Source: an optimization exercise on an open RTL-to-GDS flow (aim: small area, a short achievable clock period and few clock cycles per item). Production flows keep margins and buffers that such runs may drop.
Function was checked by simulation only, so behaviour that the tests miss may differ from the original.
Power and IR drop assume default switching activity.

===== flow/design.v =====
module rs528_decoder (
  input  wire       clk,
  input  wire       rst,
  input  wire       in_valid,
  output wire       in_ready,
  input  wire [9:0] in_sym,
  output reg        out_valid,
  output reg  [9:0] out_err,
  output reg        res_valid,
  output reg  [1:0] res_status,
  output reg  [3:0] res_count
);
function [9:0] gf_mul;
  input [9:0] a;
  input [9:0] b;
  reg   [18:0] p;
  integer i;
  begin
    p = 19'd0;
    for (i = 0; i < 10; i = i + 1)
      if (b[i]) p = p ^ ({9'd0, a} << i);
    for (i = 18; i >= 10; i = i - 1)
      if (p[i]) p = p ^ (19'h409 << (i - 10));
    gf_mul = p[9:0];
  end
endfunction
function [9:0] alpha_pow;
  input integer j;
  begin
    case (j)
      0: alpha_pow = 10'd1;    1: alpha_pow = 10'd2;    2: alpha_pow = 10'd4;
      3: alpha_pow = 10'd8;    4: alpha_pow = 10'd16;   5: alpha_pow = 10'd32;
      6: alpha_pow = 10'd64;   7: alpha_pow = 10'd128;  8: alpha_pow = 10'd256;
      9: alpha_pow = 10'd512;  10: alpha_pow = 10'd9;   11: alpha_pow = 10'd18;
      12: alpha_pow = 10'd36;  13: alpha_pow = 10'd72;  14: alpha_pow = 10'd144;
      default: alpha_pow = 10'd288;
    endcase
  end
endfunction
function [9:0] scale_c;
  input [3:0] h;
  begin
    case (h)
      4'd0:  scale_c = 10'd1;    4'd1:  scale_c = 10'd699;  4'd2:  scale_c = 10'd206;
      4'd3:  scale_c = 10'd680;  4'd4:  scale_c = 10'd224;  4'd5:  scale_c = 10'd769;
      4'd6:  scale_c = 10'd459;  4'd7:  scale_c = 10'd58;   4'd8:  scale_c = 10'd189;
      4'd9:  scale_c = 10'd744;  4'd10: scale_c = 10'd851;  4'd11: scale_c = 10'd237;
      4'd12: scale_c = 10'd689;  4'd13: scale_c = 10'd68;   4'd14: scale_c = 10'd333;
      default: scale_c = 10'd212;
    endcase
  end
endfunction
function [4:0] gf5_mul;
  input [4:0] a;
  input [4:0] b;
  reg   [8:0] q;
  integer i;
  begin
    q = 9'd0;
    for (i = 0; i < 5; i = i + 1)
      if (b[i]) q = q ^ ({4'd0, a} << i);
    for (i = 8; i >= 5; i = i - 1)
      if (q[i]) q = q ^ (9'd41 << (i - 5));
    gf5_mul = q[4:0];
  end
endfunction
function [4:0] gf5_inv;
  input [4:0] a;
  begin
    case (a)
      5'd0: gf5_inv = 5'd0;
      5'd1: gf5_inv = 5'd1;
      5'd2: gf5_inv = 5'd20;
      5'd3: gf5_inv = 5'd24;
      5'd4: gf5_inv = 5'd10;
      5'd5: gf5_inv = 5'd8;
      5'd6: gf5_inv = 5'd12;
      5'd7: gf5_inv = 5'd29;
      5'd8: gf5_inv = 5'd5;
      5'd9: gf5_inv = 5'd11;
      5'd10: gf5_inv = 5'd4;
      5'd11: gf5_inv = 5'd9;
      5'd12: gf5_inv = 5'd6;
      5'd13: gf5_inv = 5'd28;
      5'd14: gf5_inv = 5'd26;
      5'd15: gf5_inv = 5'd31;
      5'd16: gf5_inv = 5'd22;
      5'd17: gf5_inv = 5'd18;
      5'd18: gf5_inv = 5'd17;
      5'd19: gf5_inv = 5'd23;
      5'd20: gf5_inv = 5'd2;
      5'd21: gf5_inv = 5'd25;
      5'd22: gf5_inv = 5'd16;
      5'd23: gf5_inv = 5'd19;
      5'd24: gf5_inv = 5'd3;
      5'd25: gf5_inv = 5'd21;
      5'd26: gf5_inv = 5'd14;
      5'd27: gf5_inv = 5'd30;
      5'd28: gf5_inv = 5'd13;
      5'd29: gf5_inv = 5'd7;
      5'd30: gf5_inv = 5'd27;
      default: gf5_inv = 5'd15;
    endcase
  end
endfunction
function [9:0] gf_to_c;
  input [9:0] a;
  begin
    gf_to_c[0] = a[0] ^ a[5] ^ a[7] ^ a[8];
    gf_to_c[1] = a[1] ^ a[2] ^ a[6] ^ a[7] ^ a[8] ^ a[9];
    gf_to_c[2] = a[1];
    gf_to_c[3] = a[3] ^ a[5] ^ a[6];
    gf_to_c[4] = a[3] ^ a[6] ^ a[7] ^ a[9];
    gf_to_c[5] = a[7];
    gf_to_c[6] = a[2] ^ a[3] ^ a[4];
    gf_to_c[7] = a[4] ^ a[6] ^ a[7] ^ a[8] ^ a[9];
    gf_to_c[8] = a[1] ^ a[3] ^ a[4] ^ a[6] ^ a[8];
    gf_to_c[9] = a[2] ^ a[3] ^ a[4] ^ a[5] ^ a[7] ^ a[8] ^ a[9];
  end
endfunction
function [9:0] gf_from_c;
  input [9:0] c;
  begin
    gf_from_c[0] = c[0] ^ c[1] ^ c[5] ^ c[8] ^ c[9];
    gf_from_c[1] = c[2];
    gf_from_c[2] = c[3] ^ c[7] ^ c[9];
    gf_from_c[3] = c[1] ^ c[2] ^ c[6] ^ c[7];
    gf_from_c[4] = c[1] ^ c[2] ^ c[3] ^ c[9];
    gf_from_c[5] = c[1] ^ c[3] ^ c[4] ^ c[6] ^ c[8];
    gf_from_c[6] = c[2] ^ c[4] ^ c[7] ^ c[8];
    gf_from_c[7] = c[5];
    gf_from_c[8] = c[3] ^ c[4] ^ c[6] ^ c[9];
    gf_from_c[9] = c[1] ^ c[5] ^ c[6] ^ c[8];
  end
endfunction
function [4:0] gf_norm;
  input [9:0] c;
  reg [4:0] s, t;
  begin
    s[0] = c[5+0] ^ c[5+2];
    s[1] = c[5+0] ^ c[5+1] ^ c[5+3] ^ c[5+4];
    s[2] = c[5+0] ^ c[5+1] ^ c[5+3];
    s[3] = c[5+1] ^ c[5+4];
    s[4] = c[5+0] ^ c[5+2] ^ c[5+3];
    t[0] = c[0];
    t[1] = c[3] ^ c[4];
    t[2] = c[1];
    t[3] = c[4];
    t[4] = c[2] ^ c[3] ^ c[4];
    gf_norm = s ^ t ^ gf5_mul(c[9:5], c[4:0]);
  end
endfunction
function [9:0] gf_cinv;
  input [9:0] c;
  input [4:0] ni;
  begin
    gf_cinv = {gf5_mul(c[9:5], ni), gf5_mul(c[9:5] ^ c[4:0], ni)};
  end
endfunction
function [9:0] gf_cmulconj;
  input [9:0] o;
  input [9:0] c;
  reg [4:0] s, u, t_nu;
  begin
    s = gf5_mul(o[4:0], c[4:0] ^ c[9:5]);
    u = gf5_mul(o[9:5], c[9:5]);
    t_nu[0] = u[0] ^ u[1] ^ u[4];
    t_nu[1] = u[0] ^ u[1] ^ u[2];
    t_nu[2] = u[0] ^ u[1] ^ u[2] ^ u[3];
    t_nu[3] = u[2] ^ u[3];
    t_nu[4] = u[0] ^ u[3] ^ u[4];
    gf_cmulconj = {gf5_mul(o[9:5] ^ o[4:0], c[4:0]) ^ s, s ^ t_nu};
  end
endfunction
function [9:0] gf_cscale;
  input [9:0] pc;
  input [4:0] ni;
  begin
    gf_cscale = {gf5_mul(pc[9:5], ni), gf5_mul(pc[4:0], ni)};
  end
endfunction
function [9:0] gf_inv;
  input [9:0] a;
  reg [9:0] c;
  begin
    c = gf_to_c(a);
    gf_inv = gf_from_c(gf_cinv(c, gf5_inv(gf_norm(c))));
  end
endfunction
  localparam N = 528;
  localparam K = 512;
  integer j;
  assign in_ready = 1'b1;
  wire       f_q   = in_valid;
  wire [9:0] sym_q = in_sym;
  reg [9:0] syn [0:15];
  reg [9:0] s_cnt;
  reg       s_done;         
  reg       s_first;        
  reg       s_last;         
  always @(posedge clk) begin
    if (rst) begin
      s_cnt   <= 10'd0;
      s_done  <= 1'b0;
      s_first <= 1'b1;
      s_last  <= 1'b0;
    end else begin
      s_done <= f_q && s_last;
      if (f_q) begin
        s_cnt   <= s_last ? 10'd0 : s_cnt + 10'd1;
        s_first <= s_last;
        s_last  <= (s_cnt == N - 2);
      end
    end
  end
  always @(posedge clk) begin
    if (f_q)
      for (j = 0; j < 16; j = j + 1)
        syn[j] <= (s_first ? 10'd0 : gf_mul(syn[j], alpha_pow(j))) ^ sym_q;
  end
  reg [9:0] bs  [0:16];
  reg [9:0] lr  [0:8];
  reg [9:0] bf  [0:8];
  reg [9:0] gam;            
  reg [9:0] dlt;            
  reg [4:0] bl;             
  reg       b_fail;         
  reg       b_jmp;          
  reg       b_busy;
  reg [1:0] b_ph;           
  reg [4:0] b_c;            
  reg [3:0] b_r;            
  reg       nx_busy;
  reg [1:0] nx_ph;
  reg [4:0] nx_c;
  reg [3:0] nx_r;
  always @(*) begin
    nx_busy = b_busy;
    nx_ph   = b_ph;
    nx_c    = b_c + 5'd1;
    nx_r    = b_r;
    if (s_done) begin
      nx_busy = 1'b1;
      nx_ph   = 2'd0;
      nx_c    = 5'd0;
    end else if (b_ph == 2'd0) begin
      if (b_c == 5'd16) begin
        nx_ph = 2'd1;
        nx_c  = 5'd0;
        nx_r  = 4'd0;
      end
    end else if (b_ph != 2'd3) begin
      if (b_c == 5'd17) begin
        nx_c = 5'd0;
        nx_r = b_r + 4'd1;
        if (b_ph == 2'd1 && b_r == 4'd15) begin
          nx_ph = 2'd2;
          nx_r  = 4'd0;
        end
        if (b_ph == 2'd2 && b_r == 4'd8)
          nx_ph = 2'd3;
      end
    end else begin
      nx_busy = 1'b0;
    end
    if (rst)
      nx_busy = 1'b0;
  end
  wire [4:0] nx_c1  = nx_c + 5'd1;
  wire       nx_bm  = nx_busy && nx_ph == 2'd1;
  wire       nx_om  = nx_busy && nx_ph == 2'd2;
  wire       nx_sc  = nx_busy && nx_ph == 2'd0;
  wire       nx_p1  = nx_c <= 5'd8;
  reg       q_sc, q_p1, q_bm1, q_bm2, q_c0, q_c9, q_c17, q_ls, q_om16, q_fin, q_idle;
  reg       q_lri, q_bfi;   
  reg [9:0] q_scl;          
  always @(posedge clk) begin
    b_busy <= nx_busy;
    b_ph   <= nx_ph;
    b_c    <= nx_c;
    b_r    <= nx_r;
    q_sc   <= nx_sc;
    q_p1   <= (nx_bm || nx_om) && nx_p1;
    q_bm1  <= nx_bm && nx_p1;
    q_bm2  <= nx_bm && !nx_p1;
    q_c0   <= nx_c == 5'd0;
    q_c9   <= nx_bm && nx_c == 5'd9;
    q_c17  <= nx_c == 5'd17;
    q_ls   <= nx_p1 && (nx_bm || (nx_om && {1'b0, nx_c[3:0]} + {1'b0, nx_r} >= 5'd9));
    q_om16 <= nx_om && nx_c == 5'd16 && nx_r != 4'd0;
    q_fin  <= nx_busy && nx_ph == 2'd3;
    q_idle <= !nx_busy;
    q_scl  <= scale_c(nx_c < 5'd8 ? nx_c[3:0] + 4'd9 : nx_c[3:0] - 4'd8);
    q_lri  <= nx_c1 == 5'd8 || nx_c1 == 5'd17;
    q_bfi  <= nx_c1 == 5'd7 || nx_c1 == 5'd16;
  end
  wire [9:0] m1a = q_c9 ? gam : bs[0];
  wire [9:0] m1b = q_sc ? q_scl : q_c9 ? dlt : q_ls ? lr[0] : 10'd0;
  wire [9:0] m1  = gf_mul(m1a, m1b);
  wire [9:0] m2a = q_bm2 ? bf[0] : lr[0];
  wire [9:0] m2b = q_bm1 ? gam : q_bm2 ? dlt : 10'd0;
  wire [9:0] m2  = gf_mul(m2a, m2b);
  wire [4:0] bl_next = {1'b0, b_r} + 5'd1 - bl;
  wire       jump    = (dlt != 10'd0) && ({bl, 1'b0} <= {2'b0, b_r});
  wire       jmp     = q_c9 ? jump : b_jmp;
  wire b_fin = q_fin;
  wire [9:0] bs_in = q_sc ? m1 : q_om16 ? dlt : q_idle ? 10'd0 : bs[0];
  wire [9:0] lr_in = q_sc ? {9'd0, q_lri} : ((q_bm1 ? 10'd0 : lr[0]) ^ m2);
  wire [9:0] bf_in = q_sc  ? {9'd0, q_bfi} :
                     q_bm2 ? (q_c17 ? 10'd0 : jmp ? lr[1] : bf[1]) : bf[0];
  always @(posedge clk) begin
    for (j = 0; j < 16; j = j + 1)
      bs[j] <= bs[j+1] | ((s_done && j != 7) ? syn[(j + 9) % 17] : 10'd0);
    bs[16] <= bs_in | (s_done ? syn[(16 + 9) % 17] : 10'd0);
    for (j = 0; j < 8; j = j + 1) begin
      lr[j] <= lr[j+1];
      bf[j] <= bf[j+1];
    end
    lr[8] <= lr_in;
    bf[8] <= bf_in;
  end
  always @(posedge clk) begin
    if (q_sc) begin
      gam    <= 10'd1;
      bl     <= 5'd0;
      b_fail <= 1'b0;
    end
    if (q_p1)
      dlt <= (q_c0 ? 10'd0 : dlt) ^ m1;
    if (q_c9) begin
      b_jmp <= jump;
      if (jump) begin
        bl  <= bl_next;
        gam <= m1;
        if (bl_next > 5'd8)
          b_fail <= 1'b1;
      end
    end
  end
  reg [9:0] cl  [0:8];      
  reg [9:0] co  [0:7];      
  reg [4:0] c_l;
  reg       c_fail;
  reg [4:0] roots;
  reg [9:0] c_cnt;          
  reg       c_busy;
  always @(posedge clk) begin
    if (b_fin) begin
      for (j = 0; j < 9; j = j + 1)
        cl[j] <= lr[8-j];
      for (j = 0; j < 8; j = j + 1)
        co[j] <= bs[8+j];
    end else begin
      for (j = 1; j < 9; j = j + 1)
        cl[j] <= gf_mul(cl[j], alpha_pow(j));
      for (j = 1; j < 8; j = j + 1)
        co[j] <= gf_mul(co[j], alpha_pow(j));
    end
  end
  reg [9:0] lam_val, lam_odd, om_val;
  always @(*) begin
    lam_val = 10'd0;
    lam_odd = 10'd0;
    om_val  = 10'd0;
    for (j = 0; j < 9; j = j + 1) begin
      lam_val = lam_val ^ cl[j];
      if (j % 2 == 1)
        lam_odd = lam_odd ^ cl[j];
    end
    for (j = 0; j < 8; j = j + 1)
      om_val = om_val ^ co[j];
  end
  reg       a1, f1, v1, e1, r1;
  reg [9:0] lo1, om1;
  reg       v2, e2, r2;
  reg [9:0] p2;
  reg [4:0] n2;
  always @(posedge clk) begin
    if (rst) begin
      c_busy <= 1'b0;
      a1 <= 1'b0; v1 <= 1'b0; e1 <= 1'b0;
      v2 <= 1'b0; e2 <= 1'b0;
      out_valid <= 1'b0;
      res_valid <= 1'b0;
    end else begin
      if (c_busy) begin
        c_cnt <= c_cnt + 10'd1;
        if (c_cnt == N - 1)
          c_busy <= 1'b0;
      end
      if (b_fin) begin
        c_busy <= 1'b1;
        c_cnt  <= 10'd0;
      end
      a1 <= c_busy;
      v1 <= c_busy && (c_cnt < K);
      e1 <= c_busy && (c_cnt == N - 1);
      v2 <= v1;
      e2 <= e1;
      out_valid <= v2;
      res_valid <= e2;
    end
  end
  always @(posedge clk) begin
    if (c_busy && c_cnt == 10'd3) begin
      c_l    <= bl;
      c_fail <= b_fail;
    end
    f1  <= (c_cnt == 10'd0);
    r1  <= (lam_val == 10'd0);
    lo1 <= gf_to_c(lam_odd);
    om1 <= gf_to_c(om_val);
    if (a1)
      roots <= (f1 ? 5'd0 : roots) + {4'd0, r1};
    r2  <= r1;
    p2  <= gf_cmulconj(om1, lo1);
    n2  <= gf_norm(lo1);
    out_err <= r2 ? gf_from_c(gf_cscale(p2, gf5_inv(n2))) : 10'd0;
    if (c_l == 5'd0) begin
      res_status <= 2'd0;
      res_count  <= 4'd0;
    end else if (!c_fail && roots == c_l) begin
      res_status <= 2'd1;
      res_count  <= c_l[3:0];
    end else begin
      res_status <= 2'd2;
      res_count  <= 4'd0;
    end
  end
endmodule
function [9:0] gf_mul;
  input [9:0] a;
  input [9:0] b;
  reg   [18:0] p;
  integer i;
  begin
    p = 19'd0;
    for (i = 0; i < 10; i = i + 1)
      if (b[i]) p = p ^ ({9'd0, a} << i);
    for (i = 18; i >= 10; i = i - 1)
      if (p[i]) p = p ^ (19'h409 << (i - 10));
    gf_mul = p[9:0];
  end
endfunction
function [9:0] alpha_pow;
  input integer j;
  begin
    case (j)
      0: alpha_pow = 10'd1;    1: alpha_pow = 10'd2;    2: alpha_pow = 10'd4;
      3: alpha_pow = 10'd8;    4: alpha_pow = 10'd16;   5: alpha_pow = 10'd32;
      6: alpha_pow = 10'd64;   7: alpha_pow = 10'd128;  8: alpha_pow = 10'd256;
      9: alpha_pow = 10'd512;  10: alpha_pow = 10'd9;   11: alpha_pow = 10'd18;
      12: alpha_pow = 10'd36;  13: alpha_pow = 10'd72;  14: alpha_pow = 10'd144;
      default: alpha_pow = 10'd288;
    endcase
  end
endfunction
function [9:0] scale_c;
  input [3:0] h;
  begin
    case (h)
      4'd0:  scale_c = 10'd1;    4'd1:  scale_c = 10'd699;  4'd2:  scale_c = 10'd206;
      4'd3:  scale_c = 10'd680;  4'd4:  scale_c = 10'd224;  4'd5:  scale_c = 10'd769;
      4'd6:  scale_c = 10'd459;  4'd7:  scale_c = 10'd58;   4'd8:  scale_c = 10'd189;
      4'd9:  scale_c = 10'd744;  4'd10: scale_c = 10'd851;  4'd11: scale_c = 10'd237;
      4'd12: scale_c = 10'd689;  4'd13: scale_c = 10'd68;   4'd14: scale_c = 10'd333;
      default: scale_c = 10'd212;
    endcase
  end
endfunction
function [4:0] gf5_mul;
  input [4:0] a;
  input [4:0] b;
  reg   [8:0] q;
  integer i;
  begin
    q = 9'd0;
    for (i = 0; i < 5; i = i + 1)
      if (b[i]) q = q ^ ({4'd0, a} << i);
    for (i = 8; i >= 5; i = i - 1)
      if (q[i]) q = q ^ (9'd41 << (i - 5));
    gf5_mul = q[4:0];
  end
endfunction
function [4:0] gf5_inv;
  input [4:0] a;
  begin
    case (a)
      5'd0: gf5_inv = 5'd0;
      5'd1: gf5_inv = 5'd1;
      5'd2: gf5_inv = 5'd20;
      5'd3: gf5_inv = 5'd24;
      5'd4: gf5_inv = 5'd10;
      5'd5: gf5_inv = 5'd8;
      5'd6: gf5_inv = 5'd12;
      5'd7: gf5_inv = 5'd29;
      5'd8: gf5_inv = 5'd5;
      5'd9: gf5_inv = 5'd11;
      5'd10: gf5_inv = 5'd4;
      5'd11: gf5_inv = 5'd9;
      5'd12: gf5_inv = 5'd6;
      5'd13: gf5_inv = 5'd28;
      5'd14: gf5_inv = 5'd26;
      5'd15: gf5_inv = 5'd31;
      5'd16: gf5_inv = 5'd22;
      5'd17: gf5_inv = 5'd18;
      5'd18: gf5_inv = 5'd17;
      5'd19: gf5_inv = 5'd23;
      5'd20: gf5_inv = 5'd2;
      5'd21: gf5_inv = 5'd25;
      5'd22: gf5_inv = 5'd16;
      5'd23: gf5_inv = 5'd19;
      5'd24: gf5_inv = 5'd3;
      5'd25: gf5_inv = 5'd21;
      5'd26: gf5_inv = 5'd14;
      5'd27: gf5_inv = 5'd30;
      5'd28: gf5_inv = 5'd13;
      5'd29: gf5_inv = 5'd7;
      5'd30: gf5_inv = 5'd27;
      default: gf5_inv = 5'd15;
    endcase
  end
endfunction
function [9:0] gf_to_c;
  input [9:0] a;
  begin
    gf_to_c[0] = a[0] ^ a[5] ^ a[7] ^ a[8];
    gf_to_c[1] = a[1] ^ a[2] ^ a[6] ^ a[7] ^ a[8] ^ a[9];
    gf_to_c[2] = a[1];
    gf_to_c[3] = a[3] ^ a[5] ^ a[6];
    gf_to_c[4] = a[3] ^ a[6] ^ a[7] ^ a[9];
    gf_to_c[5] = a[7];
    gf_to_c[6] = a[2] ^ a[3] ^ a[4];
    gf_to_c[7] = a[4] ^ a[6] ^ a[7] ^ a[8] ^ a[9];
    gf_to_c[8] = a[1] ^ a[3] ^ a[4] ^ a[6] ^ a[8];
    gf_to_c[9] = a[2] ^ a[3] ^ a[4] ^ a[5] ^ a[7] ^ a[8] ^ a[9];
  end
endfunction
function [9:0] gf_from_c;
  input [9:0] c;
  begin
    gf_from_c[0] = c[0] ^ c[1] ^ c[5] ^ c[8] ^ c[9];
    gf_from_c[1] = c[2];
    gf_from_c[2] = c[3] ^ c[7] ^ c[9];
    gf_from_c[3] = c[1] ^ c[2] ^ c[6] ^ c[7];
    gf_from_c[4] = c[1] ^ c[2] ^ c[3] ^ c[9];
    gf_from_c[5] = c[1] ^ c[3] ^ c[4] ^ c[6] ^ c[8];
    gf_from_c[6] = c[2] ^ c[4] ^ c[7] ^ c[8];
    gf_from_c[7] = c[5];
    gf_from_c[8] = c[3] ^ c[4] ^ c[6] ^ c[9];
    gf_from_c[9] = c[1] ^ c[5] ^ c[6] ^ c[8];
  end
endfunction
function [4:0] gf_norm;
  input [9:0] c;
  reg [4:0] s, t;
  begin
    s[0] = c[5+0] ^ c[5+2];
    s[1] = c[5+0] ^ c[5+1] ^ c[5+3] ^ c[5+4];
    s[2] = c[5+0] ^ c[5+1] ^ c[5+3];
    s[3] = c[5+1] ^ c[5+4];
    s[4] = c[5+0] ^ c[5+2] ^ c[5+3];
    t[0] = c[0];
    t[1] = c[3] ^ c[4];
    t[2] = c[1];
    t[3] = c[4];
    t[4] = c[2] ^ c[3] ^ c[4];
    gf_norm = s ^ t ^ gf5_mul(c[9:5], c[4:0]);
  end
endfunction
function [9:0] gf_cinv;
  input [9:0] c;
  input [4:0] ni;
  begin
    gf_cinv = {gf5_mul(c[9:5], ni), gf5_mul(c[9:5] ^ c[4:0], ni)};
  end
endfunction
function [9:0] gf_cmulconj;
  input [9:0] o;
  input [9:0] c;
  reg [4:0] s, u, t_nu;
  begin
    s = gf5_mul(o[4:0], c[4:0] ^ c[9:5]);
    u = gf5_mul(o[9:5], c[9:5]);
    t_nu[0] = u[0] ^ u[1] ^ u[4];
    t_nu[1] = u[0] ^ u[1] ^ u[2];
    t_nu[2] = u[0] ^ u[1] ^ u[2] ^ u[3];
    t_nu[3] = u[2] ^ u[3];
    t_nu[4] = u[0] ^ u[3] ^ u[4];
    gf_cmulconj = {gf5_mul(o[9:5] ^ o[4:0], c[4:0]) ^ s, s ^ t_nu};
  end
endfunction
function [9:0] gf_cscale;
  input [9:0] pc;
  input [4:0] ni;
  begin
    gf_cscale = {gf5_mul(pc[9:5], ni), gf5_mul(pc[4:0], ni)};
  end
endfunction
function [9:0] gf_inv;
  input [9:0] a;
  reg [9:0] c;
  begin
    c = gf_to_c(a);
    gf_inv = gf_from_c(gf_cinv(c, gf5_inv(gf_norm(c))));
  end
endfunction

===== flow/config.mk =====
export PLATFORM = sky130hd
export DESIGN_NAME = rs528_decoder
export DESIGN_NICKNAME = rs528_decoder
export VERILOG_FILES = /design/flow/design.v
export SDC_FILE = /design/flow/constraint.sdc
export NUM_CORES = 8
export LEC_CHECK = 0
export CAP_MARGIN = 40
export CORE_MARGIN = 2
export CORE_UTILIZATION = 55
export PLACE_DENSITY = 0.7
export SLEW_MARGIN = 40
export SYNTH_MEMORY_MAX_BITS = 16384

===== flow/standard.sh =====
#!/bin/bash
# synth_recipe.tcl (not shown) runs the flow's synth.tcl, then flattens the netlist and writes it again
# the make line also repeats each setting of config.mk as NAME=value (left out here)
make -C /OpenROAD-flow-scripts/flow DESIGN_CONFIG=/design/flow/config.mk WORK_HOME=/design/flow/orfs CLKGATE_MAP_FILE= SYNTH_SCRIPT=/design/flow/synth_recipe.tcl "${@:-finish}"

===== flow/constraint.sdc =====
create_clock -name core_clock -period 10.0 [get_ports {clk}]
set_input_delay 2.0000 -clock core_clock [delete_from_list [all_inputs] [get_ports {clk}]]
set_output_delay 2.0000 -clock core_clock [all_outputs]
set_load 0.01 [all_outputs]

===== flow/flow/run.sh =====
#!/bin/bash
# Layout flow: the standard flow (standard.sh, standard synthesis included)
# with two changes to how the layout is optimised; the design, the clock
# period and the constraints are untouched:
#  - the ports are buffered with sky130_fd_sc_hd__buf_4 instead of the
#    default buffer (a delay cell);
#  - repair_timing aims for 7 ns of setup slack at the 10 ns clock, so it
#    works on every path longer than 3 ns.
# Each step's full output goes to orfs/logs; make's own output to standard.log.
set -euo pipefail
export BUFFER_PORTS_ARGS="-buffer_cell sky130_fd_sc_hd__buf_4"
export SETUP_SLACK_MARGIN=7.0
bash standard.sh > standard.log 2>&1

==> results.yml, run 1 <==
outcome:
  status: "finished clean"
global_route:
  grtUsageTotal: 0.239
  antenna_found_initial: 1
  grt_start_max_net_pins: 203
  grt_first_pass_wirelength_mm: 132
  grt_remaining_overflow: 0
  grt_pass1_vias: 23609
worst_hold_path:
  min_path_cells: 0
  hold_path_class: "flip-flop to flip-flop"
cells_and_area:
  final_cells: 4410
  antenna_cells: 0
  nets: 3523
  multi_input_area_um2: 17900
  drive_gt1_frac: 0.124
  fillCellCount: 5271
  seqCellArea_um2: 18900
  area_delta_synth_final_pct: 12.7
job:
  drv_cap: 0
timing:
  period_needed_ps: 3090
  fin_setup_tns_ps: 0
  setup_ws_ps: 6910
  rsz0062_at_grt: "true"
  period_share: 0.309
  fmax_ghz: 0.324
  relSlewSlack: 0.469
  hold_viol: 0
  worst_pin_slew_ps: 790
  setup_violations: 0
  drv_slew: 0
  fin_skew_ps: 29.8
clocking:
  htreeDepth: 3
  clock_path_buffers: 3
  clock-sinks: 838
  cts_tree: "yes"
  insertion_delay_ps: 660
  holdBufCountCts: 0
  clkSlewWorstSetupHoldPaths_ps: 60
  cts_root_buffer: "clkbuf_16"
  cts_buffers: 87
floorplanning:
  core_area_um2: 67000
  initial_core_util: 0.554
  fp.dieH_um: 264
  num_rows: 95
  dieArea_um2: 69700
  ioPinCount: 32
  die_x_um: 264
setup_path:
  start_kind: "flip-flop"
  critPathArrivalTime_ps: 1090
  cp_num_buf_inv: 1
  critPathMaxStageDelay_ps: 320
  critPathKind: "flip-flop to primary output"
  required_ps: 8000
  cp_slowest_cell: "dfxtp_2"
  crit_family: "flip-flops"
  end_kind: "primary output"
  cp_num_cells: 1
  path_max_fanout: 1
  rr_worst_depth: 8
  crit_chain: "buf_6"
detailed_routing:
  met3_wirelength_mm: 4.29
  top_layer: "met4"
  wirelength_met1_mm: 38.7
  viasPerCell: 5.42
  vias: 23923
  drt-initial-drc-count: 1856
  first_pass_iters: 5
  route.met2.wl_mm: 39.7
  routed_wl_mm: 84.6
  drc_errors: 0
  wl_per_cell_um: 19.2
  ant_nets: 0
synthesis:
  synth.top_cell.area_share: 0.338
  yosys.cell_types.count: 74
  yosys.area.top_type: "dfxtp_1"
  synthFlopType: "dfxtp_1"
  yosys_register_bits: 838
  synth_area_leaders: "dfxtp_1 (34%), edfxtp_1 (17%), xnor2_1 (17%)"
  synthCells: 3459
  syn_area_um2: 37200
  syn-mean-instance-area_um2: 10.7
  synth_edf_count: 211
  ys_warn_count: 7
  yosysSeqAreaShare: 0.508
  postSynth.asyncResetShare: 0
power:
  power_density_nw_per_um2: 383
  ir_worst_vdd_v: 0.000380
  leakage_nw: 16.4
place:
  port_buffers: 30
  pre_cts_ws_ps: 6210
  place_inst: 4222
  dp_hpwl_mm: 56.9
  gp_congestion: 0.887
[logic make-up after synthesis]
| logic type | after synthesis | share of synthesized area |
|---|---|---|
| DFF | 838 | 0.508 |
| xor gates and xnor gates | 958 | 0.230 |
| muxes | 141 | 0.0432 |
| other | 1 | 0.000101 |
| AOI/OAI and AO/OA | 444 | 0.0773 |
| adders and majority gates | 47 | 0.0162 |
| and+or+nand+nor | 831 | 0.103 |
| buffers and inverters | 199 | 0.0219 |
[cells in the mapped netlist, drive strengths merged, types with 6 or more instances]
master / count
xnor2: 707
a211oi: 24
and2: 25
nor3: 16
and3: 9
xnor3: 11
clkbuf: 117
a21o: 161
ha: 45
nand2b: 90
dfxtp: 627
a21oi: 105
nand2: 251
nand3b: 23
nor2: 305
nor2b: 49
o21ai: 106
a221o: 6
nor3b: 11
nand3: 20
mux2i: 36
mux2: 102
nand4: 10
xor2: 240
o211ai: 7
edfxtp: 211
buf: 36
inv: 45
nor4: 7
[repair_timing]
action	in CTS	in global routing
setup buffers	5	18
pin swaps	5	16
resized for setup	67	63
endpoints found under the setup margin	94	90
cloned	0	1
[cell usage in the layout (no fill, tap or decap), types with 45 or more instances in the layout]
cell | netlist | final
edfxtp_1 | 211 | 211
xor2_1 | 240 | 238
xnor2_1 | 706 | 700
nor2_1 | 304 | 300
nor2b_1 | 49 | 45
clkbuf_16 | 0 | 92
o21ai_0 | 104 | 101
a21oi_1 | 103 | 98
nand2b_1 | 90 | 90
dfxtp_1 | 627 | 591
nand2_1 | 251 | 250
a21o_1 | 160 | 155
mux2_2 | 102 | 102
[layer usage]
| metal | vias to the layer above | global-route usage |
|---|---|---|
| met4 | 0 | 0.0674 |
| met2 | 676 | 0.387 |
| met5 | - | 0 |
| li1 | 11418 | - |
| met3 | 151 | 0.0306 |
| met1 | 11678 | 0.337 |
[sequential cells by signal, summed over array words and instances, names as in the netlist, 80 cells and up, named ones only]
signal  cells
lr         90
co         80
cl         90
bf         90
syn       160
bs        170
[layout make-up]
class / count / area share
multi-input cells: 2422 / 0.428
flip-flops and latches: 838 / 0.452
clock inverters: 47 / 0.0116
clock buffers: 116 / 0.0607
well taps: 873 / 0.0261
repair buffers: 68 / 0.0173
inverters: 46 / 0.00427
[worst register-to-register path, cell delays in order (launching register included)]
cell	delay (ps)
dfxtp_1	330
buf_8	300
mux2i_4	530
nor2_1	120
xnor2_1	190
xnor3_1	450
xnor3_1	420
xnor2_2	180
a221o_1	300
[report_power, final]
part           switching, mW  internal, mW  leakage [nW]  total [mW]
registers              0.606          4.13          7.18        4.74
logic                   3.93          4.05          7.72        7.98
clock network           1.38          1.94          1.49        3.32
[per-stage QoR]
stage | utilization | cell area, um^2 | hold slack, ps | total power, mW
2_1_floorplan | - | 37200 | 310 | 11.3
3_5_place_dp | 0.568 | 38100 | 312 | 12.8
5_1_grt | 0.625 | 41900 | 320 | 17.1
3_3_place_gp | 0.566 | 38000 | 310 | 12.5
6_report | 0.625 | 41900 | 313 | 16.0
4_1_cts | 0.617 | 41400 | 318 | 16.2
[path summary, 6_finish.rpt]
path                                    start             to  slack (ps)
worst max register to register           q_c9      bs[16][4]        7090
worst min register to register       bf[5][0]       bf[4][0]         310
worst min-delay path                 bf[5][0]       bf[4][0]         310
worst max-delay path            res_status[1]  res_status[1]        6910
Testbench counts, summed over its fixed seeds: cycles 176,960, items 320.
==> run 2: changes to the inputs <==
==> flow/flow/run.sh (replaced) <==
#!/bin/bash
# Layout flow: the standard flow (standard.sh, standard synthesis included)
# with these changes to how the layout is optimised; the design, the clock
# period and the constraints are untouched:
#  - the ports are buffered with sky130_fd_sc_hd__buf_4 instead of the
#    default buffer (a delay cell);
#  - repair_timing aims for 7 ns of setup slack at the 10 ns clock, so it
#    works on every path longer than 3 ns;
#  - the buffers ABC puts into the synthesised netlist are removed at
#    floorplan (repair_design buffers what needs it), and global placement
#    is not routability-driven (the design is small and routes easily).
# Each step's full output goes to orfs/logs; make's own output to standard.log.
set -euo pipefail
export BUFFER_PORTS_ARGS="-buffer_cell sky130_fd_sc_hd__buf_4"
export SETUP_SLACK_MARGIN=7.0
export REMOVE_ABC_BUFFERS=1
export GPL_ROUTABILITY_DRIVEN=0
bash standard.sh > standard.log 2>&1
==> results.yml, run 2 <==
global_route:
  grt_first_pass_wirelength_mm: 130
  antenna_found_initial: 1
  met1_usage: 0.327
  top_usage_layer: "met2"
  grt_start_max_net_pins: 195
  grt_remaining_overflow: 0
  grtUsageMet2: 0.379
  grt_pass1_vias: 23664
  grtUsageTotal: 0.235
  use_met3: 0.0363
setup_path:
  cp_num_cells: 1
  cp_slowest_cell: "dfxtp_2"
  critPathMaxStageDelay_ps: 320
  crit_chain: "buf_6"
  regToRegSetupSlack_ps: 7090
  start_kind: "flip-flop"
  crit_family: "flip-flops"
  critPathKind: "flip-flop to primary output"
  rr_worst_depth: 9
  end_kind: "primary output"
  critPathArrivalTime_ps: 1080
  path_max_fanout: 1
  required_ps: 8000
  cp_num_buf_inv: 1
clocking:
  clock_path_buffers: 3
  cts_root_buffer: "clkbuf_16"
  clock-sinks: 838
  cts_tree: "yes"
  clkSlewWorstSetupHoldPaths_ps: 60
  insertion_delay_ps: 660
  holdBufCountCts: 0
  cts_buffers: 85
  htreeDepth: 3
timing:
  period_needed_ps: 3080
  rsz0062_at_grt: "true"
  fin_setup_tns_ps: 0
  drv_slew: 0
  relSlewSlack: 0.437
  fmax_ghz: 0.325
  worst_pin_slew_ps: 845
  hold_viol: 0
  period_share: 0.308
  setup_violations: 0
  fin_skew_ps: 46.1
  whs_ps: 317
power:
  intPower_mw: 10.1
  pwr-share-comb: 0.496
  switching_power_mw: 5.75
  power.total_mw: 15.8
  p_sw_frac: 0.364
  leakage_nw: 16.3
  p_clk_frac: 0.204
  pwr-share-seq: 0.300
  ir_worst_vdd_v: 0.000390
  power_density_nw_per_um2: 380
place:
  dpl_cell_area_um2: 38000
  port_buffers: 30
  dp_hpwl_mm: 55.3
synthesis:
  syn_area_um2: 37200
  syn-mean-instance-area_um2: 10.7
  yosysMostFrequentCell: "xnor2_1"
  synth_area_leaders: "dfxtp_1 (34%), edfxtp_1 (17%), xnor2_1 (17%)"
  yosysSeqAreaShare: 0.508
  yosys.cell_types.count: 74
  yosys.area.top_type: "dfxtp_1"
  postSynth.asyncResetShare: 0
  ys_warn_count: 7
  synth_common_cells: "xnor2_1 (706), dfxtp_1 (627), nor2_1 (304)"
  synthCells: 3459
  synth_edf_count: 211
  yosys_register_bits: 838
  synthFlopType: "dfxtp_1"
  synth.top_cell.area_share: 0.338
detailed_routing:
  routed_wl_mm: 82.8
  drt-initial-drc-count: 1885
  vias: 23472
  first_pass_iters: 5
  viasPerCell: 5.34
  drc_errors: 0
  wl_per_cell_um: 18.8
  ant_nets: 0
cells_and_area:
  reg_top3: "bs x170, syn x160"
  nets: 3512
  drive_gt1_frac: 0.114
  antenna_cells: 0
  layout_commonest_cell: "xnor2_1"
  area_delta_synth_final_pct: 11.8
  largest-register: "bs"
  largest_reg_flops: 170
  postLayoutCoreUtil: 0.620
  final_area_um2: 41600
  layout_common_cells: "xnor2_1 (698), dfxtp_1 (594), nor2_1 (300), nand2_1 (248), xor2_1 (238)"
floorplanning:
  dieArea_um2: 69700
  initial_core_util: 0.554
  num_rows: 95
  die_x_um: 264
  core_area_um2: 67000
  ioPinCount: 32
  fp.dieH_um: 264
outcome:
  status: "finished clean"
job:
  drv_cap: 0
worst_hold_path:
  min_path_cells: 0
  hold_path_class: "flip-flop to flip-flop"
## run 2: cell counts after synthesis
Identical to the previous run, type by type.
## run 2: final cells by class
| class | count | area, um^2 |
|---|---|---|
| Sequential cell | 838 | 18900 |
| Multi-Input combinational cell | 2422 | 17900 |
| Timing Repair Buffer | 59 | 598 |
| Fill cell | 5335 | 25500 |
| Tap cell | 873 | 1090 |
| Inverter | 46 | 178 |
| Clock inverter | 42 | 529 |
| Clock buffer | 116 | 2350 |
## run 2: path summary, 6_finish.rpt
path,from,endpoint
worst max-delay path,out_err[7],out_err[7]
worst min-delay path,bf[3][7],bf[2][7]
worst max register to register,q_c9,bs[16][4]
worst min register to register,bf[3][7],bf[2][7]
## run 2: worst register-to-register path: cells and delay by family, from the launching register on
| kind | cells | cell delay [ps] |
|---|---|---|
| buffers and inverters | 1 | 190 |
| xor gates and xnor gates | 4 | 1200 |
| AOI/OAI and AO/OA | 2 | 640 |
| and+or+nand+nor | 2 | 470 |
| DFF | 1 | 320 |
## run 2: kinds of logic after synthesis
| group | synth area share |
|---|---|
| xor+xnor | 0.230 |
| flops | 0.508 |
| simple gates | 0.103 |
| compound gates | 0.0773 |
| buf+inv | 0.0219 |
| mux | 0.0432 |
| fa+ha+maj | 0.0162 |
| other cells | 0.000101 |
## run 2: per-layer routing
layer  up-vias  routed length [um]
li1      11390                   -
met1     11338               38100
met2       599               38700
met3       145                3980
met4         0                2050
met5         -                   0
## run 2: what timing repair did
| action | 4_1_cts | 5_1_grt |
|---|---|---|
| setup endpoints to repair | 130 | 51 |
| pin swaps | 3 | 10 |
| resized for setup | 65 | 49 |
| setup buffers | 2 | 16 |
## run 2: power groups by stage
stage / clock network, mW / logic, mW / registers (mW)
after floorplan: 0 / 6.61 / 4.61
after global placement: 0 / 7.56 / 4.78
after detailed placement: 0 / 7.78 / 4.80
after CTS: 3.29 / 7.85 / 4.73
after global routing: 3.41 / 8.62 / 4.81
final: 3.23 / 7.84 / 4.74
## run 2: stage by stage
step	worst slack, ps	std cells
after CTS	6880	4379
final	6920	4396
after floorplan	4350	3306
after global routing	6890	4396
after detailed placement	6150	4219
after global placement	6040	4219

separate check: timing with driven ports:
In the flow no input, the clock included, has a driving cell. The finished layouts below were timed again as built, in two steps. Step 1: set_driving_cell puts a clkbuf_16 on clk and a buf_2 on each other input, an assumption about the parent block. Step 2, shift: input delay + t, output delay - t, t = (earliest + latest rising clock arrival at the registers) / 2. This alone moves slack from input paths to output paths. Slacks: ideal ports / drivers / drivers and shift; pairs: ideal ports / drivers.
run | t (ns) | slack for setup (ns) | worst slew at a driven data input, ns
run 1 | 0.710 | 6.914 / 6.848 / 6.470 | 0.06
run 2 | 0.703 | 6.925 / 6.856 / 6.482 | 0.06
After both steps every run listed still meets setup and hold. For run 1, which loses most, drivers alone change the setup slack by -0.066 ns; drivers and shift together by -0.444 ns.
